This design comes from an exercise in tuning for small area on the open sky130 flow, not from production work. In this exercise RTL edits were held to simulation tests only and were not proved equivalent to the original. Power is estimated from default activity; no workload was simulated.

[design/flow/run.sh]
#!/bin/bash
# synth_recipe.tcl (not shown) runs the flow's synth.tcl, then flattens the netlist and writes it again
# the make line also repeats each setting of config.mk as NAME=value (left out here)
make -C /OpenROAD-flow-scripts/flow DESIGN_CONFIG=/design/flow/config.mk WORK_HOME=/design/flow/orfs CLKGATE_MAP_FILE= SYNTH_SCRIPT=/design/flow/synth_recipe.tcl finish
[design/flow/config.mk]
export PLATFORM = sky130hd
export DESIGN_NAME = dresser_channel
export DESIGN_NICKNAME = dresser_channel
export VERILOG_FILES = /design/flow/design.v
export SDC_FILE = /design/flow/constraint.sdc
export NUM_CORES = 4
export LEC_CHECK = 0
export CAP_MARGIN = 20
export CORE_MARGIN = 2
export CORE_UTILIZATION = 40
export SLEW_MARGIN = 20
[design/flow/constraint.sdc]
create_clock -name core_clock -period 40.0 [get_ports {clk}]
set_input_delay 8.0000 -clock core_clock [delete_from_list [all_inputs] [get_ports {clk}]]
set_output_delay 8.0000 -clock core_clock [all_outputs]
set_load 0.01 [all_outputs]
[design/flow/design.v]
module sinc3_decimator (
    input  wire        clk,
    input  wire        rst,
    input  wire        enable,      
    input  wire [12:0] ratio,       
    input  wire        invert,
    input  wire        bit_valid,   
    input  wire        bit_in,
    output wire        win_end,     
    output reg         win_valid,   
    output reg  [31:0] win_x,       
    output reg         sat_pulse    
);
    localparam W = 38;
    reg signed [W-1:0] i1, i2, i3;
    reg signed [W-1:0] z1, z2, z3;
    reg        [12:0]  n;
    reg        [1:0]   skip;        
    wire d = bit_in ^ invert;
    wire signed [W-1:0] u = d ? {{(W-1){1'b0}}, 1'b1} : {W{1'b1}};
    wire signed [W-1:0] i1n = i1 + u;
    wire signed [W-1:0] i2n = i2 + i1n;
    wire signed [W-1:0] i3n = i3 + i2n;
    wire signed [W-1:0] c1  = i3n - z1;
    wire signed [W-1:0] c2  = c1 - z2;
    wire signed [W-1:0] c3  = c2 - z3;
    wire over  = ~c3[W-1] & (|c3[W-2:31]);
    wire under =  c3[W-1] & ~(&c3[W-2:31]);
    wire [31:0] x_sat = over  ? 32'h7FFF_FFFF :
                        under ? 32'h8000_0000 : c3[31:0];
    wire last = (n == ratio - 13'd1);
    wire step = enable & bit_valid;
    assign win_end = step & last & (skip == 2'd0);
    always @(posedge clk) begin
        if (rst) begin
            win_valid <= 1'b0;
            win_x     <= 32'd0;
            sat_pulse <= 1'b0;
        end else begin
            win_valid <= win_end;
            sat_pulse <= step & last & (over | under);
            if (win_end)
                win_x <= x_sat;
        end
    end
    always @(posedge clk) begin
        if (rst || !enable) begin
            i1 <= {W{1'b0}};
            i2 <= {W{1'b0}};
            i3 <= {W{1'b0}};
            z1 <= {W{1'b0}};
            z2 <= {W{1'b0}};
            z3 <= {W{1'b0}};
            n    <= 13'd0;
            skip <= 2'd2;
        end else if (bit_valid) begin
            i1 <= i1n;
            i2 <= i2n;
            i3 <= i3n;
            if (last) begin
                n  <= 13'd0;
                z1 <= i3n;
                z2 <= c1;
                z3 <= c2;
                if (skip != 2'd0)
                    skip <= skip - 2'd1;
            end else begin
                n <= n + 13'd1;
            end
        end
    end
endmodule
module f32_scaler (
    input  wire [31:0] x,
    input  wire [31:0] gain,
    input  wire [31:0] offset,
    output reg  [31:0] y,
    output reg         of,
    output reg         nx
);
    wire        sx  = x[31];
    wire [31:0] ax  = sx ? (~x + 32'd1) : x;       
    wire        sg  = gain[31];
    wire [7:0]  eg  = gain[30:23];
    wire [23:0] mg  = {eg != 8'd0, gain[22:0]};
    wire [7:0]  egu = (eg == 8'd0) ? 8'd1 : eg;
    wire        so  = offset[31];
    wire [7:0]  eo  = offset[30:23];
    wire [23:0] mo  = {eo != 8'd0, offset[22:0]};
    wire [7:0]  eou = (eo == 8'd0) ? 8'd1 : eo;
    wire [55:0] p      = ax * mg;
    wire        p_zero = (p == 56'd0);
    wire        o_zero = (mo == 24'd0);
    wire        sp     = (x == 32'd0) ? sg : (sx ^ sg);
    function [5:0] lzc56;
        input [55:0] v;
        integer i;
        begin
            lzc56 = 6'd0;
            for (i = 0; i <= 55; i = i + 1)
                if (v[i])
                    lzc56 = 55 - i;
        end
    endfunction
    function [4:0] lzc24;
        input [23:0] v;
        integer i;
        begin
            lzc24 = 5'd0;
            for (i = 0; i <= 23; i = i + 1)
                if (v[i])
                    lzc24 = 23 - i;
        end
    endfunction
    function [6:0] msb66;
        input [65:0] v;
        integer i;
        begin
            msb66 = 7'd0;
            for (i = 0; i <= 65; i = i + 1)
                if (v[i])
                    msb66 = i;
        end
    endfunction
    wire [5:0]  lzp = lzc56(p);
    wire [4:0]  lzo = lzc24(mo);
    wire [55:0] pn  = p << lzp;
    wire [23:0] on  = mo << lzo;
    wire signed [11:0] ep_m = $signed({4'd0, egu}) - 12'sd95  - $signed({6'd0, lzp});
    wire signed [11:0] eo_m = $signed({4'd0, eou}) - 12'sd127 - $signed({7'd0, lzo});
    wire signed [11:0] t = p_zero ? eo_m :
                           o_zero ? ep_m :
                           (ep_m > eo_m) ? ep_m : eo_m;
    wire signed [11:0] kp = t - ep_m;
    wire signed [11:0] ko = t - eo_m;
    wire [6:0] kp7 = (kp > 12'sd127) ? 7'd127 : kp[6:0];
    wire [6:0] ko7 = (ko > 12'sd127) ? 7'd127 : ko[6:0];
    wire [127:0] pw = {pn, 8'd0, 64'd0} >> kp7;
    wire [127:0] ow = {on, 40'd0, 64'd0} >> ko7;
    wire [64:0] af = p_zero ? 65'd0 : {pw[127:64], |pw[63:0]};
    wire [64:0] bf = o_zero ? 65'd0 : {ow[127:64], |ow[63:0]};
    reg  [65:0] r;
    reg         rs;
    always @(*) begin
        if (sp == so) begin
            r  = {1'b0, af} + {1'b0, bf};
            rs = sp;
        end else if (af >= bf) begin
            r  = {1'b0, af} - {1'b0, bf};
            rs = sp;
        end else begin
            r  = {1'b0, bf} - {1'b0, af};
            rs = so;
        end
    end
    wire [6:0]         m     = msb66(r);
    wire signed [11:0] be    = t + $signed({5'd0, m}) + 12'sd63;   
    wire signed [11:0] s_nrm = 12'sd65 - $signed({5'd0, m});
    wire signed [11:0] s_sub = 12'sd127 + t;
    wire               denorm = s_sub < s_nrm;
    wire signed [11:0] s     = denorm ? s_sub : s_nrm;
    wire [65:0] rn = s[11] ? (r >> (-s)) : (r << s[6:0]);
    wire [23:0] kept     = rn[65:42];
    wire        guard    = rn[41];
    wire        sticky   = |rn[40:0];
    wire        round_up = guard & (sticky | kept[0]);
    wire        inexact  = guard | sticky;
    wire [7:0]  be_f = denorm ? 8'd0 : be[7:0];
    wire [31:0] mag  = {1'b0, be_f, kept[22:0]} + {31'd0, round_up};
    wire        big  = ~denorm & (be > 12'sd254);
    wire        ovf  = big | (mag[30:23] == 8'hFF);
    always @(*) begin
        if (r == 66'd0) begin
            y  = {(p_zero & o_zero) ? (sp & so) : 1'b0, 31'd0};
            of = 1'b0;
            nx = 1'b0;
        end else if (ovf) begin
            y  = {rs, 31'h7F80_0000};
            of = 1'b1;
            nx = 1'b1;
        end else begin
            y  = {rs, mag[30:0]};
            of = 1'b0;
            nx = inexact;
        end
    end
endmodule
module dresser_channel (
    input  wire        clk,
    input  wire        rst,           
    input  wire        enable,
    input  wire [12:0] ratio,
    input  wire        invert,
    input  wire        bit_valid,
    input  wire        bit_in,
    input  wire        gain_we,
    input  wire        offset_we,
    input  wire [31:0] coef_wdata,
    input  wire        apply,
    input  wire [2:0]  flags_clr,
    output reg         result_valid,
    output reg  [31:0] result_y,
    output reg  [31:0] result_x,
    output reg  [2:0]  flags
);
    localparam [31:0] ONE = 32'h3F80_0000;
    reg [31:0] gain_stage, offset_stage;
    reg [31:0] gain_act, offset_act;
    always @(posedge clk) begin
        if (rst) begin
            gain_stage   <= ONE;
            offset_stage <= 32'd0;
            gain_act     <= ONE;
            offset_act   <= 32'd0;
        end else begin
            if (gain_we)
                gain_stage <= coef_wdata;
            if (offset_we)
                offset_stage <= coef_wdata;
            if (apply) begin
                gain_act   <= gain_stage;
                offset_act <= offset_stage;
            end
        end
    end
    wire        win_end, win_valid, sat_pulse;
    wire [31:0] win_x;
    sinc3_decimator u_dec (
        .clk       (clk),
        .rst       (rst),
        .enable    (enable),
        .ratio     (ratio),
        .invert    (invert),
        .bit_valid (bit_valid),
        .bit_in    (bit_in),
        .win_end   (win_end),
        .win_valid (win_valid),
        .win_x     (win_x),
        .sat_pulse (sat_pulse)
    );
    reg [31:0] gain_win, offset_win;
    always @(posedge clk) begin
        if (win_end) begin
            gain_win   <= gain_act;
            offset_win <= offset_act;
        end
    end
    wire [31:0] y;
    wire        of, nx;
    f32_scaler u_scale (
        .x      (win_x),
        .gain   (gain_win),
        .offset (offset_win),
        .y      (y),
        .of     (of),
        .nx     (nx)
    );
    always @(posedge clk) begin
        if (rst) begin
            result_valid <= 1'b0;
            result_y     <= 32'd0;
            result_x     <= 32'd0;
            flags        <= 3'd0;
        end else begin
            result_valid <= win_valid;
            if (win_valid) begin
                result_y <= y;
                result_x <= win_x;
            end
            flags <= (flags & ~flags_clr) |
                     {sat_pulse, win_valid & of, win_valid & nx};
        end
    end
endmodule
==> run summary <==
Setup path
The endpoint of the lowest-slack register-to-register path is result_y[4]$_SDFFE_PP0P_. Measured in cells, the most critical reg-to-reg path has a length of 135. The worst setup path is launched from a register. The slowest stage of the critical path is the o41ai_2 cell. For flop-to-flop paths, the worst setup slack is about 1900 ps. The worst stage delay on the critical path is 780 ps. Broken down by cell family, the worst path's largest delay share belongs to simple AND/OR/NAND/NOR gates. The setup path with the least slack is of type register to register. The critical path data arrival time is 38830 ps. In this run the critical register-to-register path is launched from u_dec.win_x[6]$_SDFFE_PP0P_.

For the worst setup path, the data required time is 40710 ps. Counting both buffers and inverters, the worst setup path holds a total of 19. The critical-path maximum fanout is 39. The capturing element type of the critical path is a register.

Run status
The flow ran to the end and the layout has no timing, DRC or antenna violations.

Worst hold path
The startpoint identified for the worst hold timing path is gain_act[19]$_SDFFE_PP0P_. The worst hold path cell count is 0. The destination of the worst hold path is gain_win[19]$_DFFE_PP_. The worst hold-check path type is register to register.

Placement
The number of placed instances, taps included is roughly 15000. The number of input and output port buffers inserted is 124. Detailed placement finished with a half-perimeter wire length of just over 300 mm. At the end of routability-driven placement, the weighted congestion stood at 1.12.

STA
The number of pins with negative max-slew slack in the final report was 0. The final count of negative-setup-slack endpoints is 0. The slew of the pin with the lowest slew margin is 1250 ps. The number of endpoints with negative hold slack in the final report is 0. Headroom to the max-slew limit came out at 0.160. The time the final worst path needs with I/O delays and setup is between 30000 and 40000 ps. The final worst-path cycle share is 0.953.

The setup TNS is 0 ps. Setup repair after global routing left no endpoint under its margin. Between clock sinks in the finished design, the worst skew comes to approximately 90 ps. The fmax is 26.2 MHz.

Floorplanning
The standard-cell row count is 178. The die area is 240000 um2. From bottom edge to top edge, the die measures 490 um.

The horizontal die dimension is between 400 and 500 um. The core region area is 235000 um2. The initial utilization of the core area, before any placement, comes to 0.402. The total I/O pin count is 125.

Drt
Summed over all layers, the routed wires come to between 300 and 400 mm. The violation count after the first detailed-route iteration is 10400. Using the TritonRoute via totals, the vias-per-cell ratio works out to roughly 6. The number of optimization iterations in the first detailed-route pass is 7. The average wire per standard cell is 24.9 um. The total DRC errors in the routed layout is 0.

The count of nets left with antenna violations after detail routing is 0. Summing over every cut layer, the via total after detailed routing is 92700.

Power
For this design the static power due to leakage is 42.0 nW. Dividing total power by cell area gives a power density of about 43 nW/um2. IR analysis of the VDD net gives a maximum drop of 0.229 mV.

CTS
The clock tree synthesis step divided the H-tree into 3 levels. CTS saw 537 sinks. Clock tree synthesis selected as its root buffer the cell clkbuf_16. The clock latency at the later pin of the worst-skew pair is between 700 and 800 ps. The clock tree from TritonCTS is done. The deepest clock path buffer count is 3. The CTS buffer count is 69.

The clock transition at the register clock pins on the worst setup and hold paths after CTS is roughly 60 ps. The number of buffers added to fix hold violations after cts is 0.

Global routing
After global routing the overflow that remains totals 0. The largest net degree at the start of global routing is 145. The wire length of the first global-routing pass is 575 mm. The via count of the first global-routing pass is 89100.

Across every metal layer, demand over resource in global routing totals 0.312. The number of antenna violations at the first check in global routing came to 26.

Logic synthesis
Synthesis inferred 537 register bits. The mux contribution to synthesized area is 0.0863. Ranked by total cell area, the synthesized netlist is headed by fa_1, dfxtp_1, ha_1, mux2i_1, nor2_1.

Counting flops with a built-in enable in the synthesized netlist gives 64. The average instance in the mapped netlist occupies ~7.6 um2. The number of nets in the synthesized netlist is around 14000. The Yosys warning count is 3. For this run, the register share of the synthesized area comes to 0.121. After synthesis, the most frequently instantiated cells are nor2_1, inv_1, nand2_1, a21oi_1, ha_1.

The adder-cell share of the synthesized area is 0.233. Of the total synthesized cell area, the portion taken by AND, OR, NAND and NOR gates is 0.229. The most frequently used flop master after synthesis is dfxtp_1. Among all cell types in the netlist, the one instantiated most often is nor2_1.

The synthesized-area fraction occupied by ao, oa, aoi and oai cells is 0.212. The share of synthesized area in the top cell type comes to 0.142. The parity-gate share of the synthesized area counting xor and xnor cells is 0.0409. The combinational family with the most area after synthesis is adder cells.

The unique cell type count in the Yosys netlist is ~150. The synthesized instance count is 12400. The share of synthesized flip-flops with an asynchronous set or reset is 0. The summed instance area of the synthesized netlist is 94400 um2. Of all cell types, the one taking the most synthesized area is fa_1.

Finish
The final-layout fill cell count is 24100. The number of standard cells in the layout, taps in and fillers out is 15400. The net count reported at finish is 13600.

The area added between synthesis and finish is 7.58%. Of the cells placed in the final design, the portion with a size suffix greater than 1 is 0.0581.

Flow run
The count of maximum capacitance violations is 0.
[area by class of cell]
cell class                 instances  area (um2)  area share
antenna                           14        35.0    0.000345
clock buffer                      95        1980      0.0194
clock inverter                    28         425     0.00419
inverter                        1179        4430      0.0436
multi-input combinational      10000       76300       0.751
sequential                       537       11400       0.112
tap                             3150        3940      0.0388
timing repair buffer             369        3100      0.0305
[cell usage in the layout (no fill, tap or decap), drive strengths merged, types with 473 or more instances in the layout]
cell / netlist / layout
dfxtp: 473 / 473
nor2: 1183 / 1183
nor2b: 503 / 503
mux2i: 662 / 662
ha: 678 / 678
o21ai: 572 / 572
a21oi: 882 / 882
inv: 1173 / 1176
nand2: 1133 / 1133
fa: 672 / 672
[timing repair]
item / 4_1_cts / 5_1_grt
endpoints found under the setup margin: 0 / 27
resized for setup: 0 / 4
buffers inserted: 0 / 7
[metal layers]
layer,part of all wire,global-route usage
met1,0.41,0.411
met2,0.41,0.459
met3,0.11,0.0841
met4,0.068,0.177
met5,0.00075,0.00564
[where the power goes]
part | leakage [nW] | internal [mW] | switching [mW] | total, mW
registers | 4.47 | 0.562 | 0.0132 | 0.576
logic | 36.4 | 1.16 | 1.96 | 3.12
clock network | 1.17 | 0.389 | 0.275 | 0.664
[cell families (layout without fill, tap and decap cells)]
kind of cell	after synthesis	count (layout)
XOR/XNOR	438	438
buffers and inverters	1883	1671
other	0	14
AO/OA/AOI/OAI	3028	3028
AND/OR/NAND/NOR	4408	4408
flip-flops	537	537
adder cells (fa/ha/maj)	1352	1352
multiplexers	776	776
[state kept, by name (all words and copies together), names as in the netlist]
name,cells
gain_act,32
flags,3
u_dec.skip,2
offset_act,32
u_dec.i1,38
u_dec.z3,38
result_y,32
u_dec.z1,38
u_dec.sat_pulse,1
offset_win,32
u_dec.win_valid,1
u_dec.i3,38
offset_stage,32
u_dec.i2,38
gain_stage,32
u_dec.z2,38
u_dec.win_x,32
result_valid,1
result_x,32
gain_win,32
u_dec.n,13
[worst max-delay path by stage]
| stage | startpoint | to | slack (ps) | cells after the start |
|---|---|---|---|---|
| floorplan | u_dec.win_x[2]$_SDFFE_PP0P_ | result_y[13]$_SDFFE_PP0P_ | 6910 | 158 |
| global placement | u_dec.win_x[2]$_SDFFE_PP0P_ | result_y[4]$_SDFFE_PP0P_ | 2510 | 138 |
| finish | u_dec.win_x[6]$_SDFFE_PP0P_ | result_y[4]$_SDFFE_PP0P_ | 1880 | 135 |
| detailed placement | u_dec.win_x[2]$_SDFFE_PP0P_ | result_y[4]$_SDFFE_PP0P_ | 1940 | 140 |
| global route | u_dec.win_x[6]$_SDFFE_PP0P_ | result_y[4]$_SDFFE_PP0P_ | 40 | 140 |
| CTS | u_dec.win_x[2]$_SDFFE_PP0P_ | result_y[4]$_SDFFE_PP0P_ | 1830 | 140 |
[metrics by stage]
step / power, mW / hold slack (ps) / setup WS [ps] / area [um2] / utilization
2_1_floorplan: 2.78 / 401 / 6910 / 94400 / -
3_3_place_gp: 3.71 / 406 / 2510 / 99000 / 0.422
3_5_place_dp: 3.70 / 408 / 1940 / 99000 / 0.422
4_1_cts: 4.39 / 396 / 1830 / 101000 / 0.432
5_1_grt: 4.72 / 420 / 36.7 / 102000 / 0.432
6_report: 4.36 / 410 / 1880 / 102000 / 0.432

-- port drivers added, routing unchanged --
Ports are ideal in the flow. The routed layout listed here was re-timed in OpenROAD.
Step 1 assumes that a clkbuf_16 drives the clock port and a buf_2 every other input.
Step 2, shift: input delay + t, output delay - t, t = (earliest + latest rising clock arrival at the registers) / 2. This alone moves slack from input paths to output paths.
Three values: no drivers, after step 1, after step 2; two values: the first two.
t, ns: 0.801
setup slack, ns: 1.878 / 1.878 / 1.878
hold WS [ns]: 0.410 / 0.410 / 0.410
worst data-port slew with drivers (ns): 0.26
pins driven straight from the clock port: 1
After both steps setup and hold are still met in this run. For this run, drivers alone change the setup slack by 0.000 ns; drivers and shift together by 0.000 ns.
